This is an optimization exercise on Yosys and OpenROAD, whose aim is small area and a short achievable clock period, not a production implementation. In this exercise RTL edits were held to simulation tests only and were not proved equivalent to the original.

==> inputs of run a <==
Design fpfma, start of the top module:
module fpfma (
    input  wire        clk,
    input  wire [2:0]  op,
    input  wire [31:0] a,
    input  wire [31:0] b,
    input  wire [31:0] c,
    output reg  [31:0] result,
    output reg  [4:0]  flags
);
    wire is_add = ~op[2] & ~op[1];           
    wire is_sub = is_add & op[0];
    wire is_mul = ~op[2] & op[1] & ~op[0];
    wire is_nms = op[2];
    wire        sx = a[31] ^ is_nms;
    wire [7:0]  ex = a[30:23];
    wire [22:0] fx = a[22:0];
    wire        sy = is_add ? 1'b0 : b[31];
    wire [7:0]  ey = is_add ? 8'd126 : b[30:23];
    wire [22:0] fy = b[22:0];
    wire [31:0] zsel = is_add ? {b[31] ^ is_sub, b[30:0]} : c;
    wire        sz = zsel[31] | is_mul;
    wire [7:0]  ez = is_mul ? 8'd0 : zsel[30:23];
    wire [22:0] fz = is_mul ? 23'd0 : zsel[22:0];
    wire x_zero = (ex == 8'd0);
    wire y_zero = (ey == 8'd0);
    wire z_zero = (ez == 8'd0);
    wire x_emax = (ex == 8'hFF);
    wire y_emax = (ey == 8'hFF);
    wire z_emax = (ez == 8'hFF);
    wire x_fnz  = (fx != 23'd0);
    wire y_fnz  = (fy != 23'd0);
    wire z_fnz  = (fz != 23'd0);
    wire x_inf  = x_emax & ~x_fnz;
    wire y_inf  = y_emax & ~y_fnz;
    wire z_inf  = z_emax & ~z_fnz;
    wire any_nan  = (x_emax & x_fnz) | (y_emax & y_fnz) | (z_emax & z_fnz);
    wire any_snan = (x_emax & x_fnz & ~fx[22]) | (y_emax & y_fnz & ~fy[22])
                  | (z_emax & z_fnz & ~fz[22]);
    wire sp     = sx ^ sy;
    wire sub    = sp ^ sz;
    wire p_zero = x_zero | y_zero;
    wire [23:0] mx = {~x_zero, fx};
    wire [23:0] my = {(b[30:23] != 8'd0), b[22:0]};
  ...
clock: 26.0 ns
lec_check: 0
abc_area: 1
cap_margin: 20
core_margin: 2
core_utilization: 60
setup_slack_margin: 5
slew_margin: 20
run.sh (not shown) runs the stock make flow with config.mk's settings and CLKGATE_MAP_FILE= SYNTH_SCRIPT=/design/flow/synth_recipe.tcl, a recipe that flattens the netlist after the stock synthesis.
==> inputs of run b, as changes to run a <==
- ABC_AREA: 1 -> 0
==> inputs of run c, as changes to run a <==
- SETUP_SLACK_MARGIN: 5 -> unset
==> inputs of run d, as changes to run a <==
==> flow/flow/run.sh (new file) <==
#!/bin/bash
# The standard layout (the standard.sh, unchanged synthesis and
# constraints), with repair_timing asked to keep a larger setup margin so
# that it sizes up the datapath further than the 26 ns clock asks for.
set -o pipefail
bash standard.sh SETUP_SLACK_MARGIN=8 finish > standard_flow.log 2>&1
==> flow/standard.sh (new file) <==
#!/bin/bash
# synth_recipe.tcl (not shown) runs the flow's synth.tcl, then flattens the netlist and writes it again
# the make line also repeats each setting of config.mk as NAME=value (left out here)
make -C /OpenROAD-flow-scripts/flow DESIGN_CONFIG=/design/flow/config.mk WORK_HOME=/design/flow/orfs CLKGATE_MAP_FILE= SYNTH_SCRIPT=/design/flow/synth_recipe.tcl "${@:-finish}"
- SETUP_SLACK_MARGIN: 5 -> unset
removed: flow/run.sh
==> notes <==
- Against run c, the global-route usage of run b is higher by 4.7 points.
- Between run b and run c, the lower via count is in run c (gap 3.5%, measured against run c).
- Cell count: run b is smaller than run c (9.4%).
- Against run b, the synthesized area of run c is lower by 4.9%.
==> figures <==
item	run d	run c	run b	run a
Status	no timing/DRC/antenna violations	no timing/DRC/antenna violations	no timing/DRC/antenna violations	no timing/DRC/antenna violations
Area taken by multi-input logic gates	27700 um2	27200 um2	30200 um2	27300 um2
Largest stage delay, worst path	0.65 ns	0.72 ns	0.65 ns	0.70 ns
Startpoint of the most critical setup path	op[1]	a[24]	a[24]	op[1]
Met1 demand-to-capacity share in global routing	61.3%	60.3%	62.4%	60.3%
Non-clock buffer instance count of the final layout	288	211	277	211
Adder-cell area share of the yosys netlist	28.0%	28.0%	26.6%	28.0%
Number of DRC violations after detailed-routing iteration 0	5083	4656	5346	4830
Met2 layer usage reported by global route	67.3%	66.1%	71.9%	66.1%
Fraction of the yosys area taken by sequential cells	2.28%	2.28%	2.17%	2.28%

[re-timing with driven ports]
The results above use ideal ports. As a check the final layouts listed here were re-extracted and re-timed, cells and wires unchanged.
Step 1: set_driving_cell puts a clkbuf_16 on clk and a buf_2 on each other input, an assumption about the parent block.
Step 2, shift: input delay + t, output delay - t, t = (earliest + latest rising clock arrival at the registers) / 2. This alone moves slack from input paths to output paths.
Three values: ideal, step 1, step 2; two values: the first two.
run | shift t [ns] | slack for setup (ns) | worst hold slack (ns) | worst slew at a driven data input, ns
run a | 0.310 | 5.994 / 6.004 / 5.694 | 5.821 / 5.824 / 5.952 | 0.08
run b | 0.306 | 5.573 / 5.575 / 5.269 | 5.812 / 5.810 / 5.957 | 0.05
run c | 0.312 | 5.489 / 5.479 / 5.167 | 5.823 / 5.823 / 5.951 | 0.08
run d | 0.312 | 8.383 / 8.393 / 8.081 | 5.825 / 5.810 / 5.950 | 0.07
After both steps every run listed still meets setup and hold. For run c, which loses most, drivers alone change the setup slack by -0.010 ns; drivers and shift together by -0.322 ns.
